Source: an optimization exercise on an open RTL-to-GDS flow (aim: small area, a short achievable clock period and few clock cycles). Production flows keep margins and buffers that such runs may drop.
Only simulation tests tie the RTL to the original design; equivalence was not proved.
Power is estimated from default activity; no workload was simulated.

Design cvu_core, start of the top module:
module cvu_core (
    input  wire         clk,
    input  wire         rst,
    input  wire         go,
    input  wire [1:0]   go_alg,
    input  wire         go_init,
    input  wire         go_final,
    input  wire [30:0]  go_len,
    input  wire         ctx_we,
    input  wire [3:0]   ctx_sel,
    input  wire [31:0]  ctx_wdata,
    input  wire         done_clr,
    input  wire         in_valid,
    output wire         in_ready,
    input  wire [31:0]  in_data,
    output wire         busy,
    output reg          done,
    output reg          finalised,
    output reg  [3:0]   cfg_err,
    output wire [255:0] state,
    output wire [63:0]  count
);
Size: roughly 6600 cells after synthesis, ~440 I/O pins, ~72000 um2 of cells after synthesis.
make LEC_CHECK=0 CAP_MARGIN=20 CORE_MARGIN=2 CORE_UTILIZATION=55 CTS_CLUSTER_DIAMETER=60 CTS_CLUSTER_SIZE=20 PLACE_DENSITY=0.7 SETUP_SLACK_MARGIN=5 SLEW_MARGIN=20 finish   # period 11.0 ns
run.sh (not shown) runs the stock make flow with config.mk's settings and CLKGATE_MAP_FILE= SYNTH_SCRIPT=/design/flow/synth_recipe.tcl, a recipe that flattens the netlist after the stock synthesis.
Testbench counts at the start, summed over its fixed seeds: cycles 37,894.
Change:
==> flow/flow/run.sh (new file) <==
#!/bin/bash
# The standard layout (standard.sh) with two changes to how it is made:
# ORFS's timing repair aims for 8 ns of setup slack on the design's clock
# (repair_timing -setup_margin 8) and works on the worst 10% of endpoints, and
# the port buffers are buf_2 cells. ORFS writes each step's log under
# orfs/logs; make's own output goes to standard_flow.log.
set -euo pipefail
bash standard.sh SETUP_SLACK_MARGIN=8 TNS_END_PERCENT=10 \
    "BUFFER_PORTS_ARGS=-buffer_cell sky130_fd_sc_hd__buf_2" finish > standard_flow.log 2>&1
==> flow/standard.sh (new file) <==
#!/bin/bash
# synth_recipe.tcl (not shown) runs the flow's synth.tcl, then flattens the netlist and writes it again
# the make line also repeats each setting of config.mk as NAME=value (left out here)
make -C /OpenROAD-flow-scripts/flow DESIGN_CONFIG=/design/flow/config.mk WORK_HOME=/design/flow/orfs CLKGATE_MAP_FILE= SYNTH_SCRIPT=/design/flow/synth_recipe.tcl "${@:-finish}"
- CORE_UTILIZATION: 55 -> 62
- PLACE_DENSITY: 0.7 -> 0.75
- SETUP_SLACK_MARGIN: 5 -> not set
removed: flow/run.sh
This time the run never finished: it broke off in global routing (5_1_grt).
Area after synthesis stays the same.
Synthesized cell count does not change.


Setup of yarrow:
Another version of the RTL of cvu_core (not shown whole).
Size in the first run: roughly 7300 cells after synthesis, ~1200 flip-flops, about 440 I/O pins, about 75000 sq um of cells after synthesis.
## cvu_core
module cvu_core (
    input  wire         clk,
    input  wire         rst,
    input  wire         go,
    input  wire [1:0]   go_alg,
    input  wire         go_init,
    input  wire         go_final,
    input  wire [30:0]  go_len,
    input  wire         ctx_we,
    input  wire [3:0]   ctx_sel,
    input  wire [31:0]  ctx_wdata,
    input  wire         done_clr,
    input  wire         in_valid,
    output wire         in_ready,
    input  wire [31:0]  in_data,
    output wire         busy,
    output reg          done,
    output reg          finalised,
    output reg  [3:0]   cfg_err,
    output wire [255:0] state,
    output wire [63:0]  count
);
clock: 11.0 ns
lec_check: 0
cap_margin: 20
core_margin: 2
core_utilization: 55
cts_cluster_diameter: 60
cts_cluster_size: 20
place_density: 0.7
slew_margin: 20
synth_hierarchical: 1
standard.sh (not shown) runs the stock make flow with config.mk's settings and CLKGATE_MAP_FILE= SYNTH_SCRIPT=/design/flow/synth_recipe.tcl, a recipe that flattens the netlist after the stock synthesis.
==> flow/flow/run.sh <==
#!/bin/bash
# The standard layout (standard.sh) with two changes to how it is made:
# ORFS's timing repair aims for 7 ns of setup slack on the design's clock
# (repair_timing -setup_margin 7) and works on the worst 1% of endpoints, and
# the port buffers are buf_2 cells. ORFS writes each step's log under
# orfs/logs; make's own output goes to standard_flow.log.
set -euo pipefail
bash standard.sh SETUP_SLACK_MARGIN=7 TNS_END_PERCENT=1 \
    "BUFFER_PORTS_ARGS=-buffer_cell sky130_fd_sc_hd__buf_2" finish > standard_flow.log 2>&1
The flow did not stop early for yarrow: all stages ran, and the layout cleared the timing, design-rule and antenna checks.
Testbench counts of yarrow, summed over its fixed seeds: cycles 37,894.
Changes in juniper relative to yarrow:
==> flow/run.sh (new file) <==
#!/bin/bash
# synth_recipe.tcl (not shown) runs the flow's synth.tcl, then flattens the netlist and writes it again
# the make line also repeats each setting of config.mk as NAME=value (left out here)
make -C /OpenROAD-flow-scripts/flow DESIGN_CONFIG=/design/flow/config.mk WORK_HOME=/design/flow/orfs CLKGATE_MAP_FILE= SYNTH_SCRIPT=/design/flow/synth_recipe.tcl finish
diff --git a/flow/config.mk b/flow/config.mk
--- a/flow/config.mk
+++ b/flow/config.mk
@@ -13,0 +14 @@
+export SETUP_SLACK_MARGIN = 5
removed: flow/flow/run.sh
removed: flow/standard.sh
[summary]
From yarrow to juniper, post-synthesis xor/xnor area fraction did not move at all. Fraction of power consumed by sequential logic (lower): yarrow. For juniper, the critical path capture point was st0[12], unlike yarrow, where it was w15[21]. Relative to yarrow, the proportion of power drawn by the clock network of juniper is lower by 0.3 points. Looking at number of nets in the finished design across yarrow and juniper, the one that comes out higher is yarrow. Per the comparison of juniper with yarrow, final design instance area without fill fell 1600 sq um, sum of buffers and inverters on the critical path increased by 3 relative to the old numbers, switching part of the total dropped 0.37 points. Changes observed in juniper relative to yarrow: power saw a decrease, final core area utilization saw a decrease, global-route wire length before repair saw a decrease, routing usage on met1 saw a decrease.
Input changes introduced in xenon (baseline for comparison: juniper):
==> flow/flow/run.sh (new file) <==
#!/bin/bash
# The standard layout (standard.sh) with two changes to how it is made:
# ORFS's timing repair aims for 8 ns of setup slack on the design's clock
# (repair_timing -setup_margin 8) and works on the worst endpoint at a time, and
# the port buffers are buf_2 cells. ORFS writes each step's log under
# orfs/logs; make's own output goes to standard_flow.log.
set -euo pipefail
bash standard.sh SETUP_SLACK_MARGIN=8 TNS_END_PERCENT=0 \
    "BUFFER_PORTS_ARGS=-buffer_cell sky130_fd_sc_hd__buf_2" finish > standard_flow.log 2>&1
==> flow/standard.sh (new file) <==
#!/bin/bash
# synth_recipe.tcl (not shown) runs the flow's synth.tcl, then flattens the netlist and writes it again
# the make line also repeats each setting of config.mk as NAME=value (left out here)
make -C /OpenROAD-flow-scripts/flow DESIGN_CONFIG=/design/flow/config.mk WORK_HOME=/design/flow/orfs CLKGATE_MAP_FILE= SYNTH_SCRIPT=/design/flow/synth_recipe.tcl "${@:-finish}"
diff --git a/flow/config.mk b/flow/config.mk
--- a/flow/config.mk
+++ b/flow/config.mk
@@ -10 +10 @@
-export CORE_UTILIZATION = 55
+export CORE_UTILIZATION = 50
@@ -13,2 +13 @@
-export PLACE_DENSITY = 0.7
-export SETUP_SLACK_MARGIN = 5
+export PLACE_DENSITY = 0.65
removed: flow/run.sh
Results
Status: design area parity (xenon, juniper)
Looking at synthesis-to-layout area growth, xenon sits 0.23 points higher than juniper does.
Comparing xenon and juniper, the lower overall track demand over capacity in global routing is on xenon.
Min largest fanout on the critical path across xenon and juniper: xenon
The number of cells on the critical path number comes out lower for juniper vs xenon.
[xenon vs juniper] met3 track demand over resource: lower in xenon
Between juniper and xenon, the flow reports placer's final routability congestion estimate decreasing by a few percent.
[compare] base=juniper new=xenon: number of standard cells in the layout, taps in and fillers out increased 265; register-to-register path setup slack increased 0.99 ns; total power divided by cell area decreased about 0.3%.
Setup changes, xenon to maple
diff --git a/flow/flow/run.sh b/flow/flow/run.sh
--- a/flow/flow/run.sh
+++ b/flow/flow/run.sh
@@ -4 +4 @@
-# (repair_timing -setup_margin 8) and works on the worst endpoint at a time, and
+# (repair_timing -setup_margin 8) and works on the worst 2% of endpoints, and
@@ -8 +8 @@
-bash standard.sh SETUP_SLACK_MARGIN=8 TNS_END_PERCENT=0 \
+bash standard.sh SETUP_SLACK_MARGIN=8 TNS_END_PERCENT=2 \
diff --git a/flow/config.mk b/flow/config.mk
--- a/flow/config.mk
+++ b/flow/config.mk
@@ -10 +10 @@
-export CORE_UTILIZATION = 50
+export CORE_UTILIZATION = 55
@@ -13 +13 @@
-export PLACE_DENSITY = 0.65
+export PLACE_DENSITY = 0.7
### Flow results
- From maple to xenon, number of maximum-capacitance constraint violations did not move at all.
- Going from xenon to maple, the largest fanout of any net on the critical path was found to have gone up by 1.
- For design area, dividing the value from xenon by the value from maple gives 0.925.
- maple — peak supply drop 3.2 uV higher, xenon as reference


Setup of exp/amber:
RTL: one of the versions met above, not the one the previous note started from.
Size: ~6600 cells after synthesis, roughly 1200 flip-flops, about 72000 µm² of cells after synthesis.
==> flow/config.mk <==
export PLATFORM = sky130hd
export DESIGN_NAME = cvu_core
export DESIGN_NICKNAME = cvu_core
export VERILOG_FILES = /design/flow/design.v
export SDC_FILE = /design/flow/constraint.sdc
export NUM_CORES = 4
export LEC_CHECK = 0
export CAP_MARGIN = 20
export CORE_MARGIN = 2
export CORE_UTILIZATION = 55
export CTS_CLUSTER_DIAMETER = 60
export CTS_CLUSTER_SIZE = 20
export PLACE_DENSITY = 0.7
export SLEW_MARGIN = 20
==> flow/constraint.sdc <==
create_clock -name core_clock -period 11.0 [get_ports {clk}]
set_input_delay 2.2000 -clock core_clock [delete_from_list [all_inputs] [get_ports {clk}]]
set_output_delay 2.2000 -clock core_clock [all_outputs]
set_load 0.01 [all_outputs]
==> flow/flow/run.sh <==
#!/bin/bash
# The standard layout (standard.sh) with two changes to how it is made:
# ORFS's timing repair aims for 8 ns of setup slack on the design's clock
# (repair_timing -setup_margin 8) and works on the worst 5% of endpoints, and
# the port buffers are buf_2 cells. ORFS writes each step's log under
# orfs/logs; make's own output goes to standard_flow.log.
set -euo pipefail
bash standard.sh SETUP_SLACK_MARGIN=8 TNS_END_PERCENT=5 \
    "BUFFER_PORTS_ARGS=-buffer_cell sky130_fd_sc_hd__buf_2" finish > standard_flow.log 2>&1
Per the final summary, exp/amber finished and its layout is clean on timing, DRC and antenna.
Testbench counts of exp/amber, summed over its fixed seeds: cycles 37,894.
Inputs modified between exp/amber and exp/nickel:
- putting GPL_TIMING_DRIVEN at 1 where nothing was set
- Diff exp/amber..exp/nickel | number of fillers in the final layout | unchanged
- Delta (exp/nickel minus exp/amber): maximum frequency now sits at about the same level; layout-stage area growth over the synthesis result now sits at about the same level; total number of sequential cells now sits at about the same level; top-level port count now sits at about the same level.
- Comparing exp/amber against exp/nickel, there is no change at all in global-route wire length before repair.
- Re worst-case clock buffer depth: no difference whatsoever between exp/nickel and exp/amber.
- Diff exp/nickel..exp/amber | hold buffer count at CTS | unchanged
- Between exp/amber and exp/nickel, the difference in worst endpoint required time is negligible.
- exp/nickel -> exp/amber: met1 usage in global routing flat
- Area fraction in compound gates after synthesis across exp/amber and exp/nickel: no real change.
For exp/lagoon, these inputs were changed with respect to exp/nickel:
- clearing GPL_TIMING_DRIVEN, which used to be 1
==> flow/flow/run.sh <==
#!/bin/bash
# The standard layout (standard.sh) with two changes to how it is made:
# ORFS's timing repair aims for 8 ns of setup slack on the design's clock
# (repair_timing -setup_margin 8) and works on the worst 2% of endpoints, and
# the port buffers are buf_2 cells. ORFS writes each step's log under
# orfs/logs; make's own output goes to standard_flow.log.
set -euo pipefail
bash standard.sh SETUP_SLACK_MARGIN=8 TNS_END_PERCENT=2 \
    "BUFFER_PORTS_ARGS=-buffer_cell sky130_fd_sc_hd__buf_2" finish > standard_flow.log 2>&1
[summary]
When the final numbers for exp/nickel and exp/lagoon were put side by side, the number of buffers added for setup after CTS turned out to be smaller in exp/lagoon. The lower clock distribution area overhead in the final layout of exp/nickel and exp/lagoon is in exp/nickel. Of exp/lagoon and exp/nickel, it is exp/lagoon that has the lower ratio of cells with drive above 1 in the final layout. More vias were needed by exp/nickel than by exp/lagoon.

-- what the ideal ports hide --
In the flow no input, the clock included, has a driving cell. The finished layouts below were timed again as built, in two steps.
Step 1, drivers: a clkbuf_16 drives clk and a buf_2 each remaining input, both assumed.
Step 2 also shifts input and output timing later by t, the mid clock arrival at the registers, as if the neighbouring blocks saw the same clock.
Slacks: no drivers / after step 1 / after step 2; pairs: no drivers / after step 1.
| run | t, ns | setup WS [ns] | worst hold slack (ns) | latest minus earliest clock arrival (ns) |
|---|---|---|---|---|
| the first run of note 1 | 0.831 | 5.053 / 5.053 / 4.923 | 0.419 / 0.419 / 0.419 | 0.088 / 0.088 |
| yarrow | 0.859 | 6.182 / 6.182 / 5.650 | 0.395 / 0.395 / 0.395 | 0.067 / 0.067 |
| juniper | 0.849 | 5.317 / 5.317 / 4.960 | 0.404 / 0.404 / 0.404 | 0.073 / 0.073 |
| xenon | 0.839 | 6.308 / 6.308 / 5.739 | 0.414 / 0.414 / 0.414 | 0.056 / 0.056 |
| maple | 0.845 | 6.376 / 6.376 / 5.885 | 0.393 / 0.393 / 0.393 | 0.054 / 0.054 |
| exp/amber | 0.836 | 5.724 / 5.724 / 5.724 | 0.413 / 0.413 / 0.413 | 0.058 / 0.057 |
| exp/nickel | 0.836 | 5.724 / 5.724 / 5.724 | 0.413 / 0.413 / 0.413 | 0.058 / 0.057 |
| exp/lagoon | 0.844 | 5.751 / 5.751 / 5.731 | 0.416 / 0.416 / 0.416 | 0.057 / 0.058 |
After both steps every run listed still meets setup and hold. For xenon, which loses most, drivers alone change the setup slack by 0.000 ns; drivers and shift together by -0.569 ns.
